This is an optimization exercise on Yosys and OpenROAD, whose aim is small area, a short achievable clock period and few clock cycles per item, not a production implementation.
Where RTL was checked, it was by simulation tests only, not by an equivalence proof against the original.
Function not checked in run 1: the RTL went through the layout flow alone.

## design/flow/run.sh

```bash
#!/bin/bash
# synth_recipe.tcl (not shown) runs the flow's synth.tcl, then flattens the netlist and writes it again
# the make line also repeats each setting of config.mk as NAME=value (left out here)
make -C /OpenROAD-flow-scripts/flow DESIGN_CONFIG=/design/flow/config.mk WORK_HOME=/design/flow/orfs CLKGATE_MAP_FILE= SYNTH_SCRIPT=/design/flow/synth_recipe.tcl finish
```

## design/flow/config.mk

```make
export PLATFORM = sky130hd
export DESIGN_NAME = aes_encrypt_core
export DESIGN_NICKNAME = aes_encrypt_core
export VERILOG_FILES = /design/flow/design.v
export SDC_FILE = /design/flow/constraint.sdc
export NUM_CORES = 4
export LEC_CHECK = 0
export CAP_MARGIN = 20
export CORE_MARGIN = 2
export CORE_UTILIZATION = 50
export PLACE_DENSITY = 0.6
export SETUP_SLACK_MARGIN = 2.7
export SLEW_MARGIN = 20
export SYNTH_HIERARCHICAL = 1
export SYNTH_MINIMUM_KEEP_SIZE = 0
```

## design/flow/constraint.sdc

```tcl
create_clock -name core_clock -period 6.0 [get_ports {clk}]
set_input_delay 1.2000 -clock core_clock [delete_from_list [all_inputs] [get_ports {clk}]]
set_output_delay 1.2000 -clock core_clock [all_outputs]
set_load 0.01 [all_outputs]
```

## design/flow/design.v

```verilog
module aes_sbox_a (
    input  wire [7:0]  in,
    output wire [21:0] cut
);
    wire U0 = in[7], U1 = in[6], U2 = in[5], U3 = in[4];
    wire U4 = in[3], U5 = in[2], U6 = in[1], U7 = in[0];
    wire T1, T2, T3, T4, T5, T6, T7, T8, T9, T10, T11, T12;
    wire T13, T14, T15, T16, T17, T18, T19, T20, T21, T22, T23, T24;
    wire T25, T26, T27, M1, M2, M3, M4, M5, M6, M7, M8, M9;
    wire M10, M11, M12, M13, M14, M15, M16, M17, M18, M19, M20, M21;
    wire M22, M23, M24, M25, M26, M27, M28, M29, M30, M31, M32, M33;
    wire M34, M35, M36, M37, M38, M39, M40;
    aes_xor2 g_T1 (.a(U0), .b(U3), .y(T1));
    aes_xor2 g_T2 (.a(U0), .b(U5), .y(T2));
    aes_xor2 g_T3 (.a(U0), .b(U6), .y(T3));
    aes_xor2 g_T4 (.a(U3), .b(U5), .y(T4));
    aes_xor2 g_T5 (.a(U4), .b(U6), .y(T5));
    aes_xor2 g_T6 (.a(T1), .b(T5), .y(T6));
    aes_xor2 g_T7 (.a(U1), .b(U2), .y(T7));
    aes_xor2 g_T8 (.a(U7), .b(T6), .y(T8));
    aes_xor2 g_T9 (.a(U7), .b(T7), .y(T9));
    aes_xor2 g_T10 (.a(T6), .b(T7), .y(T10));
    aes_xor2 g_T11 (.a(U1), .b(U5), .y(T11));
    aes_xor2 g_T12 (.a(U2), .b(U5), .y(T12));
    aes_xor2 g_T13 (.a(T3), .b(T4), .y(T13));
    aes_xor2 g_T14 (.a(T6), .b(T11), .y(T14));
    aes_xor2 g_T15 (.a(T5), .b(T11), .y(T15));
    aes_xor2 g_T16 (.a(T5), .b(T12), .y(T16));
    aes_xor2 g_T17 (.a(T9), .b(T16), .y(T17));
    aes_xor2 g_T18 (.a(U3), .b(U7), .y(T18));
    aes_xor2 g_T19 (.a(T7), .b(T18), .y(T19));
    aes_xor2 g_T20 (.a(T1), .b(T19), .y(T20));
    aes_xor2 g_T21 (.a(U6), .b(U7), .y(T21));
    aes_xor2 g_T22 (.a(T7), .b(T21), .y(T22));
    aes_xor2 g_T23 (.a(T2), .b(T22), .y(T23));
    aes_xor2 g_T24 (.a(T2), .b(T10), .y(T24));
    aes_xor2 g_T25 (.a(T20), .b(T17), .y(T25));
    aes_xor2 g_T26 (.a(T3), .b(T16), .y(T26));
    aes_xor2 g_T27 (.a(T1), .b(T12), .y(T27));
    aes_nand2 g_M1 (.a(T13), .b(T6), .y(M1));
    aes_nand2 g_M2 (.a(T23), .b(T8), .y(M2));
    aes_xnor2 g_M3 (.a(T14), .b(M1), .y(M3));
    aes_nand2 g_M4 (.a(T19), .b(U7), .y(M4));
    aes_xor2 g_M5 (.a(M4), .b(M1), .y(M5));
    aes_nand2 g_M6 (.a(T3), .b(T16), .y(M6));
    aes_nand2 g_M7 (.a(T22), .b(T9), .y(M7));
    aes_xnor2 g_M8 (.a(T26), .b(M6), .y(M8));
    aes_nand2 g_M9 (.a(T20), .b(T17), .y(M9));
    aes_xor2 g_M10 (.a(M9), .b(M6), .y(M10));
    aes_nand2 g_M11 (.a(T1), .b(T15), .y(M11));
    aes_nand2 g_M12 (.a(T4), .b(T27), .y(M12));
    aes_xor2 g_M13 (.a(M12), .b(M11), .y(M13));
    aes_nand2 g_M14 (.a(T2), .b(T10), .y(M14));
    aes_xor2 g_M15 (.a(M14), .b(M11), .y(M15));
    aes_xnor2 g_M16 (.a(M3), .b(M2), .y(M16));
    aes_xor2 g_M17 (.a(M5), .b(T24), .y(M17));
    aes_xnor2 g_M18 (.a(M8), .b(M7), .y(M18));
    aes_xor2 g_M19 (.a(M10), .b(M15), .y(M19));
    aes_xor2 g_M20 (.a(M16), .b(M13), .y(M20));
    aes_xor2 g_M21 (.a(M17), .b(M15), .y(M21));
    aes_xor2 g_M22 (.a(M18), .b(M13), .y(M22));
    aes_xor2 g_M23 (.a(M19), .b(T25), .y(M23));
    aes_xnor2 g_M24 (.a(M22), .b(M23), .y(M24));
    aes_nand2 g_M25 (.a(M22), .b(M20), .y(M25));
    aes_xor2 g_M26 (.a(M21), .b(M25), .y(M26));
    aes_xnor2 g_M27 (.a(M20), .b(M21), .y(M27));
    aes_xor2 g_M28 (.a(M23), .b(M25), .y(M28));
    aes_nor2 g_M29 (.a(M28), .b(M27), .y(M29));
    aes_nor2 g_M30 (.a(M26), .b(M24), .y(M30));
    aes_nand2 g_M31 (.a(M20), .b(M23), .y(M31));
    aes_nor2 g_M32 (.a(M27), .b(M31), .y(M32));
    aes_xor2 g_M33 (.a(M27), .b(M25), .y(M33));
    aes_nand2 g_M34 (.a(M21), .b(M22), .y(M34));
    aes_nor2 g_M35 (.a(M24), .b(M34), .y(M35));
    aes_xor2 g_M36 (.a(M24), .b(M25), .y(M36));
    aes_xor2 g_M37 (.a(M21), .b(M29), .y(M37));
    aes_xor2 g_M38 (.a(M32), .b(M33), .y(M38));
    aes_xor2 g_M39 (.a(M23), .b(M30), .y(M39));
    aes_xor2 g_M40 (.a(M35), .b(M36), .y(M40));
    assign cut = {M37, M38, M39, M40, T6, T8, U7, T16, T9, T17, T15, T27, T10, T13, T23, T19, T3, T22, T20, T1, T4, T2};
endmodule
module aes_sbox_b (
    input  wire [21:0] cut,
    output wire [7:0]  out
);
    wire M37, M38, M39, M40, T6, T8, U7, T16, T9, T17, T15, T27;
    wire T10, T13, T23, T19, T3, T22, T20, T1, T4, T2;
    assign {M37, M38, M39, M40, T6, T8, U7, T16, T9, T17, T15, T27, T10, T13, T23, T19, T3, T22, T20, T1, T4, T2} = cut;
    wire M41, M42, M43, M44, M45, M46, M47, M48, M49, M50, M51, M52;
    wire M53, M54, M55, M56, M57, M58, M59, M60, M61, M62, M63, L0;
    wire L1, L2, L3, L4, L5, L6, L7, L8, L9, L10, L11, L12;
    wire L13, L14, L15, L16, L17, L18, L19, L20, L21, L22, L23, L24;
    wire L25, L26, L27, L28, L29, S0, S1, S2, S3, S4, S5, S6;
    wire S7;
    aes_xor2 g_M41 (.a(M38), .b(M40), .y(M41));
    aes_xor2 g_M42 (.a(M37), .b(M39), .y(M42));
    aes_xor2 g_M43 (.a(M37), .b(M38), .y(M43));
    aes_xor2 g_M44 (.a(M39), .b(M40), .y(M44));
    aes_xor2 g_M45 (.a(M42), .b(M41), .y(M45));
    aes_nand2 g_M46 (.a(M44), .b(T6), .y(M46));
    aes_nand2 g_M47 (.a(M40), .b(T8), .y(M47));
    aes_nand2 g_M48 (.a(M39), .b(U7), .y(M48));
    aes_nand2 g_M49 (.a(M43), .b(T16), .y(M49));
    aes_nand2 g_M50 (.a(M38), .b(T9), .y(M50));
    aes_nand2 g_M51 (.a(M37), .b(T17), .y(M51));
    aes_nand2 g_M52 (.a(M42), .b(T15), .y(M52));
    aes_nand2 g_M53 (.a(M45), .b(T27), .y(M53));
    aes_nand2 g_M54 (.a(M41), .b(T10), .y(M54));
    aes_nand2 g_M55 (.a(M44), .b(T13), .y(M55));
    aes_nand2 g_M56 (.a(M40), .b(T23), .y(M56));
    aes_nand2 g_M57 (.a(M39), .b(T19), .y(M57));
    aes_nand2 g_M58 (.a(M43), .b(T3), .y(M58));
    aes_nand2 g_M59 (.a(M38), .b(T22), .y(M59));
    aes_nand2 g_M60 (.a(M37), .b(T20), .y(M60));
    aes_nand2 g_M61 (.a(M42), .b(T1), .y(M61));
    aes_nand2 g_M62 (.a(M45), .b(T4), .y(M62));
    aes_nand2 g_M63 (.a(M41), .b(T2), .y(M63));
    aes_xor2 g_L0 (.a(M61), .b(M62), .y(L0));
    aes_xor2 g_L1 (.a(M50), .b(M56), .y(L1));
    aes_xor2 g_L2 (.a(M46), .b(M48), .y(L2));
    aes_xor2 g_L3 (.a(M47), .b(M55), .y(L3));
    aes_xor2 g_L4 (.a(M54), .b(M58), .y(L4));
    aes_xor2 g_L5 (.a(M49), .b(M61), .y(L5));
    aes_xnor2 g_L6 (.a(M62), .b(L5), .y(L6));
    aes_xnor2 g_L7 (.a(M46), .b(L3), .y(L7));
    aes_xor2 g_L8 (.a(M51), .b(M59), .y(L8));
    aes_xor2 g_L9 (.a(M52), .b(M53), .y(L9));
    aes_xnor2 g_L10 (.a(M53), .b(L4), .y(L10));
    aes_xnor2 g_L11 (.a(M60), .b(L2), .y(L11));
    aes_xor2 g_L12 (.a(M48), .b(M51), .y(L12));
    aes_xnor2 g_L13 (.a(M50), .b(L0), .y(L13));
    aes_xor2 g_L14 (.a(M52), .b(M61), .y(L14));
    aes_xnor2 g_L15 (.a(M55), .b(L1), .y(L15));
    aes_xnor2 g_L16 (.a(M56), .b(L0), .y(L16));
    aes_xnor2 g_L17 (.a(M57), .b(L1), .y(L17));
    aes_xnor2 g_L18 (.a(M58), .b(L8), .y(L18));
    aes_xnor2 g_L19 (.a(M63), .b(L4), .y(L19));
    aes_xor2 g_L20 (.a(L0), .b(L1), .y(L20));
    aes_xor2 g_L21 (.a(L1), .b(L7), .y(L21));
    aes_xor2 g_L22 (.a(L3), .b(L12), .y(L22));
    aes_xor2 g_L23 (.a(L18), .b(L2), .y(L23));
    aes_xor2 g_L24 (.a(L15), .b(L9), .y(L24));
    aes_xor2 g_L25 (.a(L6), .b(L10), .y(L25));
    aes_xor2 g_L26 (.a(L7), .b(L9), .y(L26));
    aes_xor2 g_L27 (.a(L8), .b(L10), .y(L27));
    aes_xor2 g_L28 (.a(L11), .b(L14), .y(L28));
    aes_xor2 g_L29 (.a(L11), .b(L17), .y(L29));
    aes_xor2 g_S0 (.a(L6), .b(L24), .y(S0));
    aes_xnor2 g_S1 (.a(L16), .b(L26), .y(S1));
    aes_xnor2 g_S2 (.a(L19), .b(L28), .y(S2));
    aes_xor2 g_S3 (.a(L6), .b(L21), .y(S3));
    aes_xor2 g_S4 (.a(L20), .b(L22), .y(S4));
    aes_xor2 g_S5 (.a(L25), .b(L29), .y(S5));
    aes_xnor2 g_S6 (.a(L13), .b(L27), .y(S6));
    aes_xnor2 g_S7 (.a(L6), .b(L23), .y(S7));
    assign out = {S0, S1, S2, S3, S4, S5, S6, S7};
endmodule
module aes_xor2 (input wire a, input wire b, output wire y);
    assign y = a ^ b;
endmodule
module aes_xnor2 (input wire a, input wire b, output wire y);
    assign y = ~(a ^ b);
endmodule
module aes_nand2 (input wire a, input wire b, output wire y);
    assign y = ~(a & b);
endmodule
module aes_nor2 (input wire a, input wire b, output wire y);
    assign y = ~(a | b);
endmodule
module aes_round_a (
    input  wire [127:0] in,
    output wire [351:0] cut
);
    genvar g;
    generate
        for (g = 0; g < 16; g = g + 1) begin : g_sbox
            aes_sbox_a u_sbox (
                .in (in[127 - 8*g -: 8]),
                .cut(cut[351 - 22*g -: 22])
            );
        end
    endgenerate
endmodule
module aes_round_b (
    input  wire [351:0] cut,
    output wire [127:0] shifted,    
    output wire [127:0] mixed       
);
    wire [127:0] sub;
    genvar g, r, c;
    generate
        for (g = 0; g < 16; g = g + 1) begin : g_sbox
            aes_sbox_b u_sbox (
                .cut(cut[351 - 22*g -: 22]),
                .out(sub[127 - 8*g -: 8])
            );
        end
        for (c = 0; c < 4; c = c + 1) begin : g_col
            for (r = 0; r < 4; r = r + 1) begin : g_row
                assign shifted[127 - 8*(r + 4*c) -: 8] = sub[127 - 8*(r + 4*((c + r) % 4)) -: 8];
            end
            aes_mix_column u_mix (
                .in (shifted[127 - 32*c -: 32]),
                .out(mixed[127 - 32*c -: 32])
            );
        end
    endgenerate
endmodule
module aes_mix_column (
    input  wire [31:0] in,
    output wire [31:0] out
);
    wire [7:0] a0 = in[31:24], a1 = in[23:16], a2 = in[15:8], a3 = in[7:0];
    wire [7:0] p01, p12, p23, p30, q0, q1, q2, q3, x0, x1, x2, x3, b0, b1, b2, b3;
    aes_xor8  u_p01 (.a(a0), .b(a1), .y(p01));
    aes_xor8  u_p12 (.a(a1), .b(a2), .y(p12));
    aes_xor8  u_p23 (.a(a2), .b(a3), .y(p23));
    aes_xor8  u_p30 (.a(a3), .b(a0), .y(p30));
    aes_xor8  u_q0  (.a(a1), .b(p23), .y(q0));
    aes_xor8  u_q1  (.a(a2), .b(p30), .y(q1));
    aes_xor8  u_q2  (.a(a3), .b(p01), .y(q2));
    aes_xor8  u_q3  (.a(a0), .b(p12), .y(q3));
    aes_xtime u_x0  (.a(p01), .y(x0));
    aes_xtime u_x1  (.a(p12), .y(x1));
    aes_xtime u_x2  (.a(p23), .y(x2));
    aes_xtime u_x3  (.a(p30), .y(x3));
    aes_xor8  u_b0  (.a(x0), .b(q0), .y(b0));
    aes_xor8  u_b1  (.a(x1), .b(q1), .y(b1));
    aes_xor8  u_b2  (.a(x2), .b(q2), .y(b2));
    aes_xor8  u_b3  (.a(x3), .b(q3), .y(b3));
    assign out = {b0, b1, b2, b3};
endmodule
module aes_xtime (
    input  wire [7:0] a,
    output wire [7:0] y
);
    assign y = {a[6:0], 1'b0} ^ {3'b000, a[7], a[7], 1'b0, a[7], a[7]};
endmodule
module aes_xor8 (
    input  wire [7:0] a,
    input  wire [7:0] b,
    output wire [7:0] y
);
    assign y = a ^ b;
endmodule
module aes_key_expand_a (
    input  wire [31:0] word,
    output wire [87:0] cut
);
    genvar g;
    generate
        for (g = 0; g < 4; g = g + 1) begin : g_sbox
            aes_sbox_a u_sbox (
                .in (word[31 - 8*g -: 8]),
                .cut(cut[87 - 22*g -: 22])
            );
        end
    endgenerate
endmodule
module aes_key_expand_b (
    input  wire [87:0]  cut,
    input  wire [127:0] base,
    input  wire [7:0]   rcon,
    output wire [127:0] pre,     
    output wire [31:0]  sub      
);
    genvar g;
    generate
        for (g = 0; g < 4; g = g + 1) begin : g_sbox
            aes_sbox_b u_sbox (
                .cut(cut[87 - 22*g -: 22]),
                .out(sub[31 - 8*g -: 8])
            );
        end
    endgenerate
    wire [31:0] p0 = base[127:96] ^ {rcon, 24'h000000};
    wire [31:0] p1 = p0 ^ base[95:64];
    wire [31:0] p2 = p1 ^ base[63:32];
    wire [31:0] p3 = p2 ^ base[31:0];
    assign pre = {p0, p1, p2, p3};
endmodule
module aes_encrypt_core (
    input  wire         clk,
    input  wire         rst,         
    input  wire         start,
    input  wire         key_256,     
    input  wire [255:0] key,
    input  wire [127:0] block_in,
    output wire         ready,
    output wire         done,
    output wire [127:0] block_out
);
    reg [127:0] m1;          
    reg [127:0] ka1;         
    reg [127:0] kb1;         
    reg [7:0]   rcon1;       
    reg [3:0]   rnd1;
    reg         mode1;       
    reg         rot1;        
    reg         v1;          
    reg [351:0] d2;          
    reg [87:0]  kc2;         
    reg [127:0] ka2;
    reg [127:0] kb2;
    reg [7:0]   rcon2;       
    reg [7:0]   rcon_n2;     
    reg [3:0]   rnd2;
    reg         mode2;
    reg         last2;       
    reg         v2;
    reg [127:0] result;
    reg         done_q;
    reg         ready_q;
    wire ld     = !v2 || last2;
    wire accept = start && ready_q;
    function [7:0] xtime;
        input [7:0] b;
        begin
            xtime = {b[6:0], 1'b0} ^ (b[7] ? 8'h1b : 8'h00);
        end
    endfunction
    wire [127:0] x1;
    aes_xor128 u_ark (.a(m1), .b(ka1), .y(x1));
    wire [351:0] d1;
    aes_round_a u_round_a (.in(x1), .cut(d1));
    wire [31:0] kw1 = !mode1         ? {ka1[23:0], ka1[31:24]} :
                      rot1           ? {kb1[23:0], kb1[31:24]} : kb1[31:0];
    wire [87:0] kc1;
    aes_key_expand_a u_key_a (.word(kw1), .cut(kc1));
    wire last1 = (rnd1 == (mode1 ? 4'd14 : 4'd10));
    always @(posedge clk) begin
        d2      <= d1;
        kc2     <= kc1;
        ka2     <= ka1;
        kb2     <= kb1;
        rcon2   <= rot1 ? rcon1 : 8'h00;
        rcon_n2 <= rot1 ? xtime(rcon1) : rcon1;
        rnd2    <= rnd1;
        mode2   <= mode1;
        last2   <= last1;
    end
    wire [127:0] shifted, mixed;
    aes_round_b u_round_b (.cut(d2), .shifted(shifted), .mixed(mixed));
    wire [127:0] ke_pre;
    wire [31:0]  ke_sub;
    aes_key_expand_b u_key_b (.cut(kc2), .base(ka2), .rcon(rcon2), .pre(ke_pre), .sub(ke_sub));
    wire [127:0] ke_next = ke_pre ^ {4{ke_sub}};
    wire [127:0] rk_pre = mode2 ? kb2 : ke_pre;
    wire [127:0] rk_sub = mode2 ? 128'd0 : {4{ke_sub}};
    wire [127:0] res2 = (shifted ^ rk_pre) ^ rk_sub;
    always @(posedge clk) begin
        result <= res2;
        if (ld) begin
            m1    <= block_in;
            ka1   <= key[255:128];
            kb1   <= key[127:0];
            rcon1 <= 8'h01;
            rnd1  <= 4'd1;
            mode1 <= key_256;
            rot1  <= 1'b1;
        end else begin
            m1    <= mixed;
            ka1   <= rk_pre ^ rk_sub;
            kb1   <= ke_next;
            rcon1 <= rcon_n2;
            rnd1  <= rnd2 + 4'd1;
            mode1 <= mode2;
            rot1  <= !mode2 || !rnd2[0];
        end
    end
    wire       v1_n    = ld ? accept : v2;
    wire       mode1_n = ld ? key_256 : mode2;
    wire [3:0] rnd1_n  = ld ? 4'd1 : rnd2 + 4'd1;
    wire       ready_n = (!v1 || last1) && (!v1_n || !mode1_n || rnd1_n >= 4'd5);
    always @(posedge clk) begin
        if (rst) begin
            v1      <= 1'b0;
            v2      <= 1'b0;
            done_q  <= 1'b0;
            ready_q <= 1'b1;
        end else begin
            v1      <= v1_n;
            v2      <= v1;
            done_q  <= v2 && last2;
            ready_q <= ready_n;
        end
    end
    assign ready     = ready_q;
    assign done      = done_q;
    assign block_out = result;
endmodule
module aes_xor128 (
    input  wire [127:0] a,
    input  wire [127:0] b,
    output wire [127:0] y
);
    assign y = a ^ b;
endmodule
```

==> summary.txt, run 1 <==
Run status:
- The flow ran to the end and the layout has no timing, DRC or antenna violations.

Global routing:
- The number of antenna violations at the first check in global routing is 8.
- The overall routing resource usage is 0.305.
- The total overflow left after global routing is 0.
- Entering global routing, the biggest net connects 145 pins.
- The first global-routing pass estimated around 290,000 µm of wire.
- The via count of the first global-routing pass was ~42,000.

Worst setup path:
- For this design, the slowest cell found on the critical path is sky130_fd_sc_hd__dfxtp_4.
- The start-to-end type of the worst setup path is reg -> reg.
- The most frequent cell on the critical path is sky130_fd_sc_hd__buf_4.
- STA classifies the critical path startpoint as a register.
- The kind of cell adding the most delay to the critical path is XOR/XNOR gates.
- The signal on the critical path passes through buf_4 -> clkbuf_16 -> mux2i_2 -> a21oi_2 -> buf_4 -> xor2_4 -> xor2_4 -> xor2_2 -> buf_4 -> xor2_2 -> xor2_1 -> xor2_2 -> buf_4 -> xor2_1 -> nor2_1 -> xor2_1.
- Counting both buffers and inverters, the worst setup path holds a total of 5.
- The sort of element at the end of the critical path is a register.
- The required time of the critical path is 6.64 ns.
- The delay of the slowest cell on the worst path is ~0.41 ns.
- The peak fanout along the critical path is 8.
- Data on the critical path arrives at its endpoint at slightly above 4 ns.

Timing:
- The relative slew slack is 0.277.
- The number of hold-slack violations in the final timing report is 0.
- The shortest period the worst path allows is 3.45 ns.
- The slew at the pin closest to its max-slew limit is ~1.1 ns.
- The fraction of the cycle the final worst path needs is 0.576.
- Setup violations remaining at the end of the flow were counted as 0.
- The final clock skew is 0.0284 ns.
- Setup repair after global routing could not meet its margin everywhere.
- The max-slew violation count is 0.
- The maximum clock frequency is 290 MHz.
- The total negative slack for setup checks is 0 ns.

Cells and area:
- From synthesis to final layout, the design area changed by 25.7%.
- The post-route standard cell area excluding fillers is 81,800 µm².
- The number of nets in the final layout is 7,465.
- After filler insertion, the fill cell instance count of the layout stands at 10,500.
- In the final layout, the share of cells above drive strength 1 is 0.189.

Clock tree:
- The sink count of the clock tree is around 1,200.
- Counting along the longest clock path gives a buffer depth of 3.
- Clock latency on the worst-skew pair, taken at its later pin, is 0.76 ns.
- The total clock buffers created by CTS is 138.
- Clock-pin slew was measured on the worst setup and hold paths at around 0.06 ns.
- After clock tree synthesis, the flow added hold-fix buffers numbering 0.
- The cell sitting at the root of the clock tree is a sky130_fd_sc_hd__clkbuf_16.
- The number of levels the H-tree was split into is 4.
- The clock tree from TritonCTS is built.

Synthesis:
- Synthesis instantiated 31 different standard cells from the library.
- The area of the mapped netlist is 65,000 µm².
- The net count of the mapped netlist is 7,271.
- The most instantiated flip-flop cell in the synthesis netlist is sky130_fd_sc_hd__dfxtp_1.
- Of the post-synthesis cell area, the dominant cell type holds 0.384.
- The count of yosys warnings during synthesis is 7.
- The cell accounting for the most synthesized area is sky130_fd_sc_hd__dfxtp_1.
- The synthesized design contains 1,248 register bits.
- The sequential area share after synthesis is 0.384.
- The proportion of register bits with asynchronous set or reset after synthesis is 0.
- The number of enable-type register cells in the synthesized netlist is 0.
- The number of instances in the synthesized netlist is 6,882.
- The average size of a mapped cell is 9.45 µm².
- Yosys attributes the largest share of cell area to sky130_fd_sc_hd__dfxtp_1 (38%), sky130_fd_sc_hd__xor2_1 (29%), sky130_fd_sc_hd__nand2_1 (8.7%).

Route:
- The wire length on met3 is 12,700 µm.
- In the final routed layout, each cell accounts on average for 23.8 µm.
- The remaining number of nets flagged by the antenna check after routing is 0.
- The first routing iteration left about 3,200 violations.
- The via count is 43,000.
- Dividing the detail-routed via count by the number of cells gives about 4.8.
- The met2 wire length is roughly 100,000 µm.
- The wire length on met1 is 91,600 µm.
- The wire length after detailed routing is 212,000 µm.
- The total DRC errors in the routed layout is 0.
- The first detailed-routing pass took 5 iterations.
- The top routing layer in use is met5.

Placement:
- The final HPWL from detailed placement is 166,000 µm.
- The count of buffers inserted at the top-level ports is about 520.
- The congestion estimate from routability-driven global placement came to ~0.93.
- The total cell area at the placement stage is 67,000 µm².

Die:
- The number of I/O pins is around 520.
- The die covers 133,000 µm².
- The total number of placement rows is 132.
- The overall die height is between 300 and 400 µm.
- The horizontal extent of the die is 365 µm.
- The total area inside the core boundary comes to about 130,000 µm².
- The initial core utilization is 0.503.

Min path:
- The type of the worst min-delay path is reg -> reg.

Run:
- The count of maximum capacitance violations is 0.
-- synthesized netlist by cell type, types with 2 or more instances --
cell / count
sky130_fd_sc_hd__o21ai_0: 129
sky130_fd_sc_hd__buf_1: 4
sky130_fd_sc_hd__xnor3_1: 32
sky130_fd_sc_hd__xor2_1: 2177
sky130_fd_sc_hd__xor2_2: 8
sky130_fd_sc_hd__mux2i_1: 159
sky130_fd_sc_hd__nand3_1: 2
sky130_fd_sc_hd__inv_1: 25
sky130_fd_sc_hd__xnor2_1: 597
sky130_fd_sc_hd__buf_2: 35
sky130_fd_sc_hd__mux2_2: 5
sky130_fd_sc_hd__and2_1: 16
sky130_fd_sc_hd__nand2_1: 1499
sky130_fd_sc_hd__buf_4: 732
sky130_fd_sc_hd__a21oi_1: 35
sky130_fd_sc_hd__clkbuf_1: 21
sky130_fd_sc_hd__buf_6: 27
sky130_fd_sc_hd__dfxtp_1: 1248
sky130_fd_sc_hd__nor2_1: 119
-- through the flow --
step	hold slack, ns	instances	setup WS, ns	util
2_1_floorplan	0.310	6882	2.70	-
3_3_place_gp	0.310	8367	1.90	0.518
3_5_place_dp	0.312	8367	1.76	0.518
4_1_cts	0.325	8676	2.66	0.581
5_1_grt	0.327	8929	2.41	0.632
6_report	0.320	8931	2.55	0.632
-- cell usage in the layout (no fill, tap or decap), drive strengths merged, types with 2 or more instances in the layout --
master	Yosys	final
diode	0	2
and2	16	16
nand2	1499	1499
clkdlybuf4s50	0	517
nor2	119	119
buf	798	355
inv	26	30
clkinvlp	0	7
mux2i	159	159
o21ai	130	130
clkinv	0	31
bufinv	0	20
nand2b	2	2
a21oi	36	36
clkbuf	21	190
nand3	2	2
dfxtp	1248	1248
xnor3	32	32
xor2	2185	2185
mux2	6	6
xnor2	597	597
-- final timing paths --
| check | from | endpoint | slack (ns) | cells past startpoint |
|---|---|---|---|---|
| setup / recovery | rot1 | kc2[41] | 2.55 | 16 |
| setup reg to reg | rot1 | kc2[41] | 2.55 | 16 |
| hold / removal | kb1[55] | kb2[55] | 0.32 | 0 |
| hold reg to reg | kb1[55] | kb2[55] | 0.32 | 0 |
-- Yosys stat by module, one instance, submodules excluded, a selection --
module | cells | flops+latches | cell area [µm²]
aes_encrypt_core | 2922 | 1248 | 34300
aes_key_expand_b | 160 | 0 | 1750
aes_xtime | 8 | 0 | 63.8
aes_xor128 | 128 | 0 | 1120
aes_sbox_a | 22 | 0 | 165
aes_nor2 | 1 | 0 | 3.75
aes_xnor2 | 1 | 0 | 8.76
aes_xor8 | 8 | 0 | 70.1
-- sequential cells by signal, indices dropped and copies added, names as in the netlist, 4 cells and up --
name,cells
result,128
rcon2,8
rcon_n2,8
ka1,128
m1,128
kb2,128
rcon1,8
rnd2,4
kb1,128
d2,352
kc2,88
ka2,128
rnd1,4
-- layer usage --
metal / GRT usage / up-vias
li1: - / 20400
met1: 0.408 / 21000
met2: 0.495 / 1393
met3: 0.0471 / 331
met4: 0.117 / 6
met5: 0 / -
-- layout make-up --
cell class                 instances  area, µm²  area share
timing repair buffer             873       8200       0.100
sequential                      1248      25100       0.307
tap                             1742       2180      0.0267
clock inverter                    62        903      0.0110
multi-input combinational       4789      41300       0.505
clock buffer                     189       3990      0.0488
antenna                            2       5.00   0.0000612
inverter                          26        105     0.00129
-- timing repair --
item	in CTS	in global routing
endpoints found under the hold margin	0	0
gates resized for setup	384	573
setup buffers	57	252
pin swaps	40	169
endpoints found under the setup margin	269	278
gates cloned	1	1
-- logic make-up after synthesis --
logic type / Yosys count / share of synthesized area
DFF: 1248 / 0.384
buffers and inverters: 845 / 0.0948
adders and majority gates: 1 / 0.000192
xor gates and xnor gates: 2814 / 0.387
and+or+nand+nor: 1641 / 0.0957
muxes: 165 / 0.0256
AOI/OAI and AO/OA: 168 / 0.0131
==> run 2, diff against run 1 <==
--- a/design/flow/design.v
+++ b/design/flow/design.v
@@ -2,3 +2,3 @@
     input  wire [7:0]  in,
-    output wire [21:0] cut
+    output wire [13:0] cut
 );
@@ -79,11 +79,20 @@
     aes_xor2 g_M40 (.a(M35), .b(M36), .y(M40));
-    assign cut = {M37, M38, M39, M40, T6, T8, U7, T16, T9, T17, T15, T27, T10, T13, T23, T19, T3, T22, T20, T1, T4, T2};
+    assign cut = {M37, M38, M39, M40, U7, T16, T9, T27, T10, T13, T19, T3, T20, T2};
 endmodule
 module aes_sbox_b (
-    input  wire [21:0] cut,
+    input  wire [13:0] cut,
     output wire [7:0]  out
 );
-    wire M37, M38, M39, M40, T6, T8, U7, T16, T9, T17, T15, T27;
-    wire T10, T13, T23, T19, T3, T22, T20, T1, T4, T2;
-    assign {M37, M38, M39, M40, T6, T8, U7, T16, T9, T17, T15, T27, T10, T13, T23, T19, T3, T22, T20, T1, T4, T2} = cut;
+    wire M37, M38, M39, M40, U7, T16, T9, T27, T10, T13, T19, T3;
+    wire T20, T2;
+    assign {M37, M38, M39, M40, U7, T16, T9, T27, T10, T13, T19, T3, T20, T2} = cut;
+    wire T6, T8, T17, T15, T23, T22, T1, T4;
+    aes_xor2 g_T6 (.a(T16), .b(T27), .y(T6));
+    aes_xor2 g_T8 (.a(T9), .b(T10), .y(T8));
+    aes_xor2 g_T17 (.a(T16), .b(T9), .y(T17));
+    aes_xor2 g_T15 (.a(T27), .b(T10), .y(T15));
+    aes_xor2 g_T23 (.a(T13), .b(T19), .y(T23));
+    aes_xor2 g_T22 (.a(T3), .b(T20), .y(T22));
+    aes_xor2 g_T1 (.a(T19), .b(T20), .y(T1));
+    aes_xor2 g_T4 (.a(T13), .b(T3), .y(T4));
     wire M41, M42, M43, M44, M45, M46, M47, M48, M49, M50, M51, M52;
@@ -171,3 +180,3 @@
     input  wire [127:0] in,
-    output wire [351:0] cut
+    output wire [223:0] cut
 );
@@ -178,3 +187,3 @@
                 .in (in[127 - 8*g -: 8]),
-                .cut(cut[351 - 22*g -: 22])
+                .cut(cut[223 - 14*g -: 14])
             );
@@ -184,3 +193,3 @@
 module aes_round_b (
-    input  wire [351:0] cut,
+    input  wire [223:0] cut,
     output wire [127:0] shifted,    
@@ -193,3 +202,3 @@
             aes_sbox_b u_sbox (
-                .cut(cut[351 - 22*g -: 22]),
+                .cut(cut[223 - 14*g -: 14]),
                 .out(sub[127 - 8*g -: 8])
@@ -247,3 +256,3 @@
     input  wire [31:0] word,
-    output wire [87:0] cut
+    output wire [55:0] cut
 );
@@ -254,3 +263,3 @@
                 .in (word[31 - 8*g -: 8]),
-                .cut(cut[87 - 22*g -: 22])
+                .cut(cut[55 - 14*g -: 14])
             );
@@ -260,3 +269,3 @@
 module aes_key_expand_b (
-    input  wire [87:0]  cut,
+    input  wire [55:0]  cut,
     input  wire [127:0] base,
@@ -270,3 +279,3 @@
             aes_sbox_b u_sbox (
-                .cut(cut[87 - 22*g -: 22]),
+                .cut(cut[55 - 14*g -: 14]),
                 .out(sub[31 - 8*g -: 8])
@@ -300,4 +309,4 @@
     reg         v1;          
-    reg [351:0] d2;          
-    reg [87:0]  kc2;         
+    reg [223:0] d2;          
+    reg [55:0]  kc2;         
     reg [127:0] ka2;
@@ -323,3 +332,3 @@
     aes_xor128 u_ark (.a(m1), .b(ka1), .y(x1));
-    wire [351:0] d1;
+    wire [223:0] d1;
     aes_round_a u_round_a (.in(x1), .cut(d1));
@@ -327,3 +336,3 @@
                       rot1           ? {kb1[23:0], kb1[31:24]} : kb1[31:0];
-    wire [87:0] kc1;
+    wire [55:0] kc1;
     aes_key_expand_a u_key_a (.word(kw1), .cut(kc1));
--- a/design/flow/config.mk
+++ b/design/flow/config.mk
@@ -10,4 +10,6 @@
 export CORE_UTILIZATION = 50
+export CTS_BUF_LIST = sky130_fd_sc_hd__clkbuf_8
+export CTS_CLUSTER_SIZE = 30
 export PLACE_DENSITY = 0.6
-export SETUP_SLACK_MARGIN = 2.7
+export SETUP_SLACK_MARGIN = 2.5
 export SLEW_MARGIN = 20
==> run 2 against run 1 <==
  * Still clean on timing, DRC and antenna
  * Die area fell by 4.6%
  * Clock-buffer cell count up 39
  * Utilization down 4.2 points
  * Synthesized area shrank 4.6%
  * Wire length is 5.5% lower
  * Critical path type unchanged
  * Highest routed layer unchanged
==> summary.txt, run 2 <==
Placement:
- The number of placed instances with taps included is roughly 8,300.
- Once detailed placement completed, the half-perimeter wirelength came to 162,000 µm.
- In this run the tool buffered the top-level ports with 517 buffer cells.
- Routability-driven placement finished with a final weighted congestion of 0.962.
- Prior to clock tree synthesis, the placed netlist has a worst setup slack of 1.80 ns.

Global routing:
- The first global-routing pass estimated 281,000 µm of wire.
- The via count of the first global-routing pass is 41,700.
- The maximum number of pins on one net before global-route repair is approximately 170.
- The number of antenna violations at the first check in global routing is 15.
- The overall overflow remaining after global route is 0.
- Across every metal layer, demand over resource in global routing totals 0.306.

Synthesis:
- The net count of the mapped netlist is 7,111.
- The number of enable-type register cells in the synthesized netlist is 0.
- The most used standard cell by instance count after synthesis is sky130_fd_sc_hd__xor2_1.
- The main combinational cell family by area after synthesis is XOR/XNOR gates.
- Of the total synthesized cell area, the portion taken by AND, OR, NAND and NOR gates is 0.100.
- The most used flip-flop cell after synthesis is sky130_fd_sc_hd__dfxtp_1.
- Of the total synthesized cell area, the portion taken by full adders, half adders and majority gates is 0.000202.
- After synthesis, the share of cell area in mux cells is 0.0268.
- The compound-cell area share of the yosys netlist is 0.0138.
- The cell accounting for the most synthesized area is sky130_fd_sc_hd__dfxtp_1.
- Yosys mapped the design onto 31 distinct sky130hd cell types.
- The sequential area share after synthesis is 0.351.
- Yosys printed 7 warnings.
- Synthesis handed over a netlist of 6,722 instances.
- Of the post-synthesis cell area, the dominant cell type holds 0.351.
- The number of synthesized register bits is between 1,000 and 1,500.
- Of the total synthesized cell area, the portion taken by XOR and XNOR cells is 0.428.
- By count the netlist is led by sky130_fd_sc_hd__xor2_1 (2,337), sky130_fd_sc_hd__nand2_1 (1,499), sky130_fd_sc_hd__dfxtp_1 (1,088).
- Counting flops with an async set or reset pin after synthesis yields a share of 0.
- The average instance in the mapped netlist occupies 9.23 µm².
- Sorting the synthesized cells by area gives the leading types as sky130_fd_sc_hd__dfxtp_1 (35%), sky130_fd_sc_hd__xor2_1 (33%), sky130_fd_sc_hd__nand2_1 (9.1%).
- The synthesized netlist occupies a cell area of roughly 62,000 µm².

Run status:
- The flow ran to the end and the layout has no timing, DRC or antenna violations.

Clock tree:
- The later pin in the worst-skew pair is clocked with a latency of 0.88 ns.
- The total clock buffers created by CTS is ~190.
- The maximum number of buffers from clock root to sink is 3.
- The number of levels the H-tree was split into is 4.
- Clock tree synthesis found a total of around 1,100 sinks.
- Clock-pin slew was measured on the worst setup and hold paths at around 0.060 ns.
- In this run the clock root is driven by a sky130_fd_sc_hd__clkbuf_8.
- The clock tree from TritonCTS is built.

Worst setup path:
- The worst endpoint data arrival time is 4.32 ns.
- Counting stages on the worst path, the most repeated cell is sky130_fd_sc_hd__xor2_1.
- The sort of element at the end of the critical path is a register.
- The worst setup path is launched from a register.
- The largest single stage delay on the critical path is 0.81 ns.
- The kind of cell adding the most delay to the critical path is XOR/XNOR gates.
- The start-to-end type of the worst setup path is reg -> reg.
- The worst path buffer plus inverter count is 0.
- Of all nets on the critical path, the largest fanout is 4.
- For the worst setup path, the data required time is 6.75 ns.
- The standard cell with the maximum stage delay on the critical path is sky130_fd_sc_hd__xor2_1.
- Traced cell by cell, the critical path runs through xor2_1 -> nand2_1 -> xor2_1 -> xnor2_1 -> xor2_1 -> xor2_1 -> mux2i_1 -> xnor2_1.

Cells and area:
- The register with the most flip-flops in the layout has 224 of them.
- Counting flops per register, the top entry is d2.
- In the layout the commonest cells are sky130_fd_sc_hd__xor2_1 (2,016), sky130_fd_sc_hd__nand2_1 (1,494), sky130_fd_sc_hd__dfxtp_1 (1,058).
- The net count of the finished layout is 7,288.
- The utilization after layout is 0.591.
- The final-layout fill cell count is ~11,000.
- The post-route non-filler standard cell count is 8,673.
- The area growth from synthesis to final layout is 17.6%.
- The ratio of cells with drive above 1 in the final layout is 0.123.
- The most common cell after layout, fill and taps aside is sky130_fd_sc_hd__xor2_1.

Timing:
- The count of final setup violators is 0.
- The maximum clock frequency is 280 MHz.
- Setup repair after global routing could not meet its margin everywhere.
- Setup slack on the critical path of the routed design comes to about 2.4 ns.
- The number of hold-slack violations in the final timing report is 0.
- The total negative slack for setup checks is 0 ns.
- The fraction of the cycle the final worst path needs is 0.595.
- The max-slew violation count is 0.
- The relative slew slack is 0.154.
- The final clock skew is 0.0317 ns.
- At the pin with the least slew margin, the transition time is 1.27 ns.
- The routed design could run at a clock period as short as 3.57 ns.

Route:
- The remaining number of nets flagged by the antenna check after routing is 0.
- The via count is 41,600.
- The detailed-routing iteration count for the pre-antenna-repair pass is 6.
- Using the TritonRoute via totals, the vias-per-cell ratio works out to about 4.8.
- The average wire length per cell after detail routing is 23.1 µm.
- The wire length after detailed routing is 201,000 µm.
- After detailed routing, the number of remaining DRC violations is 0.
- The first-iteration detailed-routing DRC count is about 2,800.

Die:
- The total die area is around 130,000 µm².
- The die is 356 µm tall.
- The initial utilization of the core area, before any placement, comes to 0.502.
- The number of I/O pins is 518.
- The total number of placement rows is around 130.
- The horizontal extent of the die is 356 µm.
- The floorplan step defined a core boundary enclosing 123,000 µm².

Run:
- Across the run, the number of max-cap violations was 0.

Min path:
- The tightest min-delay check is of the reg -> reg type.
run 2: path summary, 6_finish.rpt:
path | from | end | slack (ns) | cells past startpoint
max | kc2[39] | result[23] | 2.43 | 8
min | kb1[49] | kb2[49] | 0.32 | 0
max reg2reg | kc2[39] | result[23] | 2.43 | 8
min reg2reg | kb1[49] | kb2[49] | 0.32 | 0
run 2: cell families after synthesis:
group,Yosys count
xor gates and xnor gates,2974
and+or+nand+nor,1641
DFF,1088
buffers and inverters,685
AOI/OAI and AO/OA,168
muxes,165
adders and majority gates,1
run 2: layer usage:
layer / wire length [µm] / vias to the layer above / track usage / part of all wire
li1: - / 20100 / - / -
met1: 89400 / 19900 / 0.415 / 0.45
met4: 8590 / 2 / 0.126 / 0.043
met3: 10800 / 315 / 0.0421 / 0.054
met5: 9 / - / 0 / 0.000045
met2: 91700 / 1264 / 0.490 / 0.46
run 2: through the flow:
stage | hold WS, ns | cell area (µm²)
4_1_cts | 0.306 | 69800
3_3_place_gp | 0.310 | 64900
5_1_grt | 0.322 | 72900
3_5_place_dp | 0.312 | 65000
2_1_floorplan | 0.310 | 62200
6_report | 0.318 | 72900
run 2: layout make-up:
class / count / area (µm²) / share of cell area
clock inverter: 94 / 594 / 0.00815
timing repair buffer: 648 / 6340 / 0.0869
inverter: 26 / 105 / 0.00144
sequential: 1088 / 21800 / 0.299
clock buffer: 228 / 3140 / 0.0430
antenna: 3 / 7.51 / 0.000103
tap: 1637 / 2050 / 0.0281
multi-input combinational: 4949 / 38900 / 0.533
run 2: what timing repair did:
| item | CTS | global route |
|---|---|---|
| hold buffers | 0 | 0 |
| pin swaps | 2 | 68 |
| setup buffers | 10 | 77 |
| resized for setup | 138 | 342 |
| setup endpoints to repair | 117 | 231 |
run 2: worst register-to-register path, delay by kind of cell (launching register included):
kind          cells  cell delay (ns)
xor+xnor          6             2.64
flops             1             0.40
mux               1             0.26
simple gates      1             0.18
run 2: Yosys stat by module (local to each module, per instance), a selection:
module            cells inside  area, µm²  copies in the design
aes_nand2                    1       3.75                   600
aes_encrypt_core          2762      31100                     1
aes_xor128                 128       1120                     1
aes_sbox_a                  14        105                    20
aes_sbox_b                   8       60.1                    20
aes_xnor2                    1       8.76                   400
aes_xor2                     1       8.76                  1640
aes_nor2                     1       3.75                    80
aes_xor8                     8       70.1                    48
aes_xtime                    8       63.8                    16
aes_key_expand_b           160       1750                     1
Testbench counts of run 2, summed over its fixed seeds: cycles 29,754, items 2,400.
==> run 3, diff against run 2 <==
--- a/design/flow/config.mk
+++ b/design/flow/config.mk
@@ -10,4 +10,2 @@
 export CORE_UTILIZATION = 50
-export CTS_BUF_LIST = sky130_fd_sc_hd__clkbuf_8
-export CTS_CLUSTER_SIZE = 30
 export PLACE_DENSITY = 0.6
==> run 3 against run 2 <==
  * Still clean on timing, DRC and antenna
  * Synthesized area stayed put
  * Global-route usage is 0.27 points lower
  * Register-to-register slack worse by 0.04 ns
  * Wire length is 0.64% lower
  * Utilization is 0.27 points higher
  * Via count is 1.2% lower
  * Synthesized cell count stayed put
  * Fmax is 1.1% lower
  * Sequential share of layout area is 0.14 points lower
  * Critical path type unchanged
==> summary.txt, run 3 <==
Timing:
- The fraction of the cycle the final worst path needs is 0.602.
- For the final routed database, the setup TNS stands at 0 ns.
- At the pin with the least slew margin, the transition time is 1.26 ns.
- The max-slew violation count is 0.
- Clock skew on the completed layout was measured at 0.0201 ns.
- Setup repair after global routing could not meet its margin everywhere.
- The maximum clock frequency is 277 MHz.
- The number of hold-slack violations in the final timing report was 0.
- The count of final setup violators is 0.
- Headroom to the max-slew limit came out at 0.161.
- After layout, the minimum clock period comes to 3.61 ns.

Placement:
- The congestion estimate from routability-driven global placement came to 0.962.
- Buffers placed on the I/O ports in this run total 517.
- Once detailed placement completed, the half-perimeter wirelength came to ~160,000 µm.

Synthesis:
- The synthesized design contains between 1,000 and 1,500 register bits.
- For this run, the number of Yosys warnings is 7.
- The share of the synthesized area in the top cell type is 0.351.
- The most instantiated flip-flop cell in the synthesis netlist is sky130_fd_sc_hd__dfxtp_1.
- Of the total synthesized cell area, the portion taken by AND, OR, NAND and NOR gates is 0.100.
- The number of instances in the synthesized netlist is 6,722.
- The xor/xnor cell area share of the yosys netlist is 0.428.
- Sorting the synthesized cells by how often they occur yields sky130_fd_sc_hd__xor2_1 (2,337), sky130_fd_sc_hd__nand2_1 (1,499), sky130_fd_sc_hd__dfxtp_1 (1,088).
- Of the total synthesized cell area, the portion taken by full adders, half adders and majority gates is 0.000202.
- Counting distinct cell types in the post-synthesis netlist gives 31.
- For this run, asynchronously set or reset flops after synthesis account for 0.
- Of the post-synthesis cell area, the part taken by muxes is 0.0268.
- The area of the mapped netlist is between 60,000 and 70,000 µm².
- The cell accounting for the most synthesized area is sky130_fd_sc_hd__dfxtp_1.
- After synthesis, the largest family of logic cells by area is XOR/XNOR gates.
- The synthesized design contains 0 enable-type register cells.
- By area the synthesized netlist is led by sky130_fd_sc_hd__dfxtp_1 (35%), sky130_fd_sc_hd__xor2_1 (33%), sky130_fd_sc_hd__nand2_1 (9.1%).
- For this run, the register share of the synthesized area comes to 0.351.
- The net count of the mapped netlist is around 7,000.
- A synthesized cell averages a little over 9 µm².
- By instance count, the leading cell after synthesis is sky130_fd_sc_hd__xor2_1.
- The compound-cell area share of the yosys netlist is 0.0138.

Global routing:
- The via count of the first global-routing pass came to 41,100.
- The overall overflow remaining after global route is 0.
- The overall routing resource usage is 0.303.
- The number of antenna violations at the first check in global routing is 16.
- The first global-routing pass estimated 279,000 µm of wire.
- The maximum number of pins on one net before global-route repair is 174.

Cells and area:
- The number of nets in the final layout is slightly above 7,000.
- Counting the fill cells in the layout gives around 11,000.
- The register with the highest flop count is d2.
- Leaving out fill and tap cells, the most frequent cell in the layout is sky130_fd_sc_hd__xor2_1.
- The register area is 21,800 µm².
- The ratio of cells with drive above 1 in the final layout is 0.113.
- The flip-flop count of the largest register after layout is 224.
- The top cell types in the final layout, fill and taps aside, are sky130_fd_sc_hd__xor2_1 (2,020), sky130_fd_sc_hd__nand2_1 (1,496), sky130_fd_sc_hd__dfxtp_1 (1,061).
- The area growth from synthesis to final layout is 18.1%.
- The area used by multi-input combinational logic is 38,800 µm².
- Measured on the finished design, the core utilization comes to 0.593.

Die:
- The die is 356 µm tall.
- The number of I/O pins is between 500 and 600.
- In this run the standard cell core region covers 123,000 µm².
- The initial core utilization is 0.502.
- The horizontal extent of the die is 356 µm.
- In this run the core area contains approximately 130 standard-cell rows.
- The die covers 127,000 µm².

Route:
- After the first detailed-routing iteration, the DRC count stood at ~3,000.
- Before antenna repair, the detailed router went through 5 iterations.
- After detailed routing, the average wire length per cell comes to around 23 µm.
- After detailed routing, the number of vias per cell comes to about 4.8.
- For this block, the via count after detailed routing is just over 40,000.
- The final layout contains routed wiring with a total length of approximately 200,000 µm.
- The total DRC errors in the routed layout is 0.
- In this run the remaining antenna-violating nets after routing total 0.

Clock tree:
- The sink count of the clock tree is 1,088.
- Counting along the longest clock path gives a buffer depth of 3.
- The clock tree from TritonCTS is built.
- The clock reaches the later pin of the worst-skew pair after 0.71 ns.
- The number of levels the H-tree was split into is 3.
- The master cell of the clock root buffer is sky130_fd_sc_hd__clkbuf_16.
- Hold repair after CTS inserted 0 buffers.
- Clock-pin slew was measured on the worst setup and hold paths at 0.06 ns.
- The total clock buffers created by CTS is 117.

Worst setup path:
- In this run the critical register-to-register path is captured at ka1[39].
- In this run the worst setup path begins at kc2[10].
- The number of cells on the worst reg-to-reg path is 9.
- The peak fanout along the critical path is 4.
- The endpoint of the most critical setup path is ka1[39].
- In this run the critical register-to-register path is launched from kc2[10].
- The worst endpoint data arrival time is a little over 4 ns.
- The required time of the critical path is 6.51 ns.
- STA classifies the critical path startpoint as a register.
- The sort of element at the end of the critical path is a register.
- The worst setup slack for register-to-register paths is 2.39 ns.
- The start-to-end type of the worst setup path is reg -> reg.

Run status:
- The flow ran to the end and the layout has no timing, DRC or antenna violations.

Min path:
- The worst hold path belongs to the class reg -> reg.

Run:
- The count of maximum capacitance violations is 0.
-- run 3: cell counts after synthesis --
No cell type changed its count.
-- run 3: what timing repair did --
action | in CTS | in global routing
buffers inserted | 10 | 78
pin swaps | 4 | 71
setup endpoints to repair | 115 | 229
gates resized for setup | 133 | 330
-- run 3: layer usage --
layer / vias up / GRT usage / routed length (µm)
met2: 1154 / 0.490 / 91600
met4: 4 / 0.115 / 8120
li1: 20000 / - / -
met5: - / 0 / 32
met1: 19700 / 0.412 / 88500
met3: 276 / 0.0394 / 11000
-- run 3: stage by stage --
stage	worst slack [ns]	cell area (µm²)	instances	hold slack, ns
6_report	2.39	73300	8571	0.320
5_1_grt	2.33	73300	8566	0.326
4_1_cts	2.38	70200	8488	0.319
3_5_place_dp	1.80	65000	8261	0.312
3_3_place_gp	1.81	64900	8261	0.310
2_1_floorplan	2.49	62200	6722	0.310
-- run 3: worst min-delay path by stage --
| stage | from | endpoint | cells past startpoint | slack [ns] |
|---|---|---|---|---|
| final | kb1[96] | kb2[96] | 0 | 0.32 |
| after global routing | kb1[89] | kb2[89] | 0 | 0.33 |
| after CTS | kb1[96] | kb2[96] | 0 | 0.32 |
| after detailed placement | kb1[103] | kb2[103] | 0 | 0.31 |
| after global placement | kb1[69] | kb2[69] | 0 | 0.31 |
| after floorplan | kb1[100] | kb2[100] | 0 | 0.31 |
-- run 3: cell type report --
cell class | count | area share
diodes | 5 | 0.000171
inverters | 26 | 0.00143
flip-flops and latches | 1088 | 0.298
multi-input cells | 4949 | 0.529
well taps | 1637 | 0.0280
repair buffers | 649 | 0.0864
clock buffers | 162 | 0.0463
clock inverters | 55 | 0.0106
-- run 3: kinds of logic after synthesis --
kind of cell | Yosys count
fa+ha+maj | 1
flops | 1088
buf+inv | 685
xor+xnor | 2974
simple gates | 1641
compound gates | 168
mux | 165
-- run 3: worst max-delay path: stages (launching register included) --
cell                      delay, ns
sky130_fd_sc_hd__dfxtp_1       0.42
sky130_fd_sc_hd__xor2_1        0.30
sky130_fd_sc_hd__xor2_1        0.23
sky130_fd_sc_hd__nand2_1       0.13
sky130_fd_sc_hd__xor2_1        0.31
sky130_fd_sc_hd__xor2_1        0.28
sky130_fd_sc_hd__xor2_2        0.54
sky130_fd_sc_hd__xor2_1        0.19
sky130_fd_sc_hd__mux2i_1       0.66
sky130_fd_sc_hd__o21ai_0       0.34
-- run 3: Yosys stat by module, one instance, submodules excluded, excerpt --
module / cells / flip-flops and latches / area (µm²) / times used
aes_xor128: 128 / 0 / 1120 / 1
aes_encrypt_core: 2762 / 1088 / 31100 / 1
aes_sbox_a: 14 / 0 / 105 / 20
aes_key_expand_b: 160 / 0 / 1750 / 1
aes_xor8: 8 / 0 / 70.1 / 48
aes_xor2: 1 / 0 / 8.76 / 1640
aes_nand2: 1 / 0 / 3.75 / 600
aes_nor2: 1 / 0 / 3.75 / 80
==> run 4, diff against run 3 <==
==> design/flow/flow/run.sh (new file) <==
#!/bin/bash
# The standard layout (standard.sh, unchanged synthesis), with the input and
# output port buffers made from the smallest buffer cell.
set -euo pipefail
export BUFFER_PORTS_ARGS="-buffer_cell sky130_fd_sc_hd__buf_1"
bash standard.sh > standard.log 2>&1
==> design/flow/standard.sh (new file) <==
#!/bin/bash
# synth_recipe.tcl (not shown) runs the flow's synth.tcl, then flattens the netlist and writes it again
# the make line also repeats each setting of config.mk as NAME=value (left out here)
make -C /OpenROAD-flow-scripts/flow DESIGN_CONFIG=/design/flow/config.mk WORK_HOME=/design/flow/orfs CLKGATE_MAP_FILE= SYNTH_SCRIPT=/design/flow/synth_recipe.tcl "${@:-finish}"
--- a/design/flow/config.mk
+++ b/design/flow/config.mk
@@ -10,2 +10,4 @@
 export CORE_UTILIZATION = 50
+export CTS_BUF_LIST = sky130_fd_sc_hd__clkbuf_8
+export CTS_CLUSTER_SIZE = 30
 export PLACE_DENSITY = 0.6
removed: design/flow/run.sh
==> run 4 against run 3 <==
  * Register-to-register slack gained 0.05 ns
  * Non-clock buffer count shrank 10
  * Design area shrank 5.6%
  * First-iteration DRC count grew 5.3%
  * Synthesized area is the same
  * Clock-buffer cell count grew 71
  * Hold slack lost 0.00054 ns
  * Wire length shrank 1.1%
  * Critical endpoint is now m1[36]
  * Largest cell class unchanged
  * Highest routed layer is now met4
==> summary.txt, run 4 <==
Worst setup path:
- The worst register-to-register path ends at m1[36].
- The worst setup slack for register-to-register paths is 2.44 ns.
- STA classifies the critical path startpoint as a register.
- The worst endpoint data arrival time is 4.29 ns.
- Measured in cells, the most critical reg-to-reg path has a length of 10.
- The peak fanout along the critical path is 4.
- By startpoint and endpoint, the worst setup path is classified as reg -> reg.
- STA classifies the critical path endpoint as a register.
- The launch point of the critical path is d2[39].
- In this run the critical register-to-register path is launched from d2[39].
- STA puts the critical path data required time at 6.73 ns.

Synthesis:
- The share of the synthesized area in the top cell type is 0.351.
- The number of instances in the synthesized netlist is 6,722.
- After synthesis, the cell types taking the most area are sky130_fd_sc_hd__dfxtp_1 (35%), sky130_fd_sc_hd__xor2_1 (33%), sky130_fd_sc_hd__nand2_1 (9.1%).
- The proportion of register bits with asynchronous set or reset after synthesis is 0.
- The most instantiated flip-flop cell in the synthesis netlist is sky130_fd_sc_hd__dfxtp_1.
- The average size of a mapped cell is 9.23 µm².
- The most used standard cell by instance count after synthesis is sky130_fd_sc_hd__xor2_1.
- The number of enable-type register cells in the synthesized netlist is 0.
- The sequential area share after synthesis is 0.351.
- The net count of the mapped netlist is 7,111.
- The area of the mapped netlist is 62,000 µm².
- For this run, the number of Yosys warnings is 7.
- The cell accounting for the most synthesized area is sky130_fd_sc_hd__dfxtp_1.
- The synthesized netlist contains 31 unique library cells.
- The number of synthesized register bits is 1,088.
- In the synthesized netlist, the cells that appear most often are sky130_fd_sc_hd__xor2_1 (2,337), sky130_fd_sc_hd__nand2_1 (1,499), sky130_fd_sc_hd__dfxtp_1 (1,088).

Cells and area:
- The flip-flop count of the largest register after layout is roughly 220.
- The register with the highest flop count is d2.
- The area growth from synthesis to layout is 11.5%.
- The most common cell after layout, fill and taps aside is sky130_fd_sc_hd__xor2_1.
- In the final layout, the share of cells above drive strength 1 is 0.118.
- In the layout the commonest cells are sky130_fd_sc_hd__xor2_1 (2,031), sky130_fd_sc_hd__nand2_1 (1,498), sky130_fd_sc_hd__dfxtp_1 (1,067).
- The number of nets in the final layout is 7,277.

Route:
- The final layout contains routed wiring with a total length of 197,000 µm.
- In the final routed layout, each cell accounts on average for ~23 µm.
- In this run the remaining antenna-violating nets after routing total 0.
- After the first detailed-routing iteration, the DRC count stood at 3,098.
- In the routed design, unresolved DRC markers number 0.
- The via count is 42,000.
- The first TritonRoute pass finished after 5 iterations.
- The mean number of vias per cell is 4.84.

Timing:
- The number of hold-slack violations in the final timing report is 0.
- The slew at the pin closest to its max-slew limit is between 1 and 1.5 ns.
- The worst path needs approximately 3.6 ns of the cycle, external delays included.
- The relative slew slack is 0.224.
- Setup repair after global routing could not meet its margin everywhere.
- The count of final setup violators is 0.
- The fraction of the cycle the final worst path needs is 0.593.
- The max-slew violation count is 0.
- The total negative slack for setup checks is 0 ns.
- Timing would allow up to 281 MHz.
- Between clock sinks in the finished design, the worst skew comes to 0.0365 ns.

Run status:
- The flow ran to the end and the layout has no timing, DRC or antenna violations.

Clock tree:
- In this run the clock root is driven by a sky130_fd_sc_hd__clkbuf_8.
- The CTS clock-pin slew for the worst setup and hold paths is 0.07 ns.
- Clock tree synthesis found a total of between 1,000 and 1,500 sinks.
- The maximum number of buffers from clock root to sink is 3.
- The clock tree from TritonCTS is built.
- Buffers inserted during clock tree synthesis total 184.
- The clock tree synthesis step divided the H-tree into 4 levels.
- Clock latency on the worst-skew pair, taken at its later pin, is 0.91 ns.

Global routing:
- The number of antenna violations at the first check in global routing came to 13.
- The via count of the first global-routing pass is 41,400.
- Summed over all layers, the global routing overflow is 0.
- The first global-routing pass estimated 276,000 µm of wire.
- Entering global routing, the biggest net connects 170 pins.
- The overall routing resource usage is 0.300.

Die:
- The initial utilization of the core area, before any placement, comes to 0.502.
- The horizontal extent of the die is between 300 and 400 µm.
- After floorplanning, the core was sized to cover 123,000 µm².
- The die covers 127,000 µm².
- The number of I/O pins is 518.
- The overall die height is 356 µm.
- The total number of placement rows is around 130.

Min path:
- In this run the most critical hold path is launched from kb1[47].
- The worst hold path was traced through 0 stages.
- The type of the worst min-delay path is reg -> reg.
- The end point of the most critical hold path is kb2[47].

Placement:
- Once detailed placement completed, the half-perimeter wirelength came to 159,000 µm.
- The count of buffers inserted at the top-level ports is 517.
- The final estimated routing congestion in global placement is just under 1.

Run:
- Across the run, the number of max-cap violations was 0.
==> run 4: layout make-up <==
type	count	area (µm²)
clock inverter	105	815
inverter	26	105
antenna	5	12.5
fill	11300	54300
multi-input combinational	4949	38200
tap	1637	2050
sequential	1088	21800
clock buffer	233	3210
timing repair buffer	639	2990
==> run 4: how the worst max path moves through the flow <==
stage / cells after the start / to
2_1_floorplan: 15 / kc2[10]
3_3_place_gp: 13 / kc2[10]
3_5_place_dp: 13 / kc2[10]
4_1_cts: 8 / result[20]
5_1_grt: 10 / m1[39]
6_report: 10 / m1[36]
==> run 4: worst max-delay path: stages, from the launching register on <==
cell and delay [ns]:
sky130_fd_sc_hd__dfxtp_1 0.41, sky130_fd_sc_hd__xor2_1 0.29, sky130_fd_sc_hd__nand2_1 0.19, sky130_fd_sc_hd__xor2_1 0.20
sky130_fd_sc_hd__xnor2_1 0.47, sky130_fd_sc_hd__xor2_1 0.67, sky130_fd_sc_hd__xor2_1 0.30, sky130_fd_sc_hd__xor2_1 0.23
sky130_fd_sc_hd__xor2_1 0.18, sky130_fd_sc_hd__nand2_1 0.07, sky130_fd_sc_hd__nand2_1 0.39
==> run 4: metrics by stage <==
step	utilization	instance area [µm²]	hold slack, ns	cells	setup slack [ns]
floorplan	-	62200	0.310	6722	2.49
global placement	0.500	61700	0.310	8261	1.89
detailed placement	0.500	61700	0.312	8261	1.88
CTS	0.540	66700	0.313	8613	2.42
global route	0.560	69200	0.320	8678	2.28
finish	0.560	69200	0.319	8682	2.44
==> run 4: modules after synthesis (local to each module, per instance), a selection <==
module / flops+latches / cells
aes_encrypt_core: 1088 / 2762
aes_key_expand_b: 0 / 160
aes_xor8: 0 / 8
aes_xtime: 0 / 8
aes_sbox_b: 0 / 8
aes_xor2: 0 / 1
aes_xnor2: 0 / 1
aes_nand2: 0 / 1
==> run 4: cells by family after synthesis <==
| kind of cell | count (synthesis) | synth area share |
|---|---|---|
| AOI/OAI and AO/OA | 168 | 0.0138 |
| xor gates and xnor gates | 2974 | 0.428 |
| adders and majority gates | 1 | 0.000202 |
| buffers and inverters | 685 | 0.0800 |
| DFF | 1088 | 0.351 |
| muxes | 165 | 0.0268 |
| and+or+nand+nor | 1641 | 0.100 |
==> run 4: routing by layer <==
layer  routed length [µm]  global-route usage
met5                    0                   0
met2                88400               0.470
met1                87300               0.408
met3                10900              0.0401
met4                10500               0.146
==> run 4: what timing repair did <==
| item | 4_1_cts | 5_1_grt |
|---|---|---|
| cloned | 0 | 1 |
| pin swaps | 14 | 40 |
| endpoints found under the setup margin | 116 | 217 |
| buffers inserted | 14 | 63 |
| hold buffers | 0 | 0 |
| gates resized for setup | 121 | 284 |

-- separate check: timing with driven ports --
In the flow no input, the clock included, has a driving cell. The finished layouts below were timed again as built, in two steps.
Step 1 assumes that a clkbuf_16 drives the clock port and a buf_2 every other input.
Step 2 moves the port delays by t, midway between the first and last clock arrival at a register: inputs arrive t later, outputs are due t later. That takes back most of the time a late clock gives input paths.
Three values: no drivers, after step 1, after step 2; two values: the first two.
run	shift t [ns]	setup slack, ns	worst setup path at the end
run 1	0.828	2.547 / 2.547 / 2.547	register to register
run 2	0.941	2.431 / 2.431 / 2.431	register to register
run 3	0.787	2.390 / 2.390 / 2.390	register to register
run 4	0.967	2.444 / 2.444 / 2.444	register to register
After both steps setup and hold are still met in every run listed.
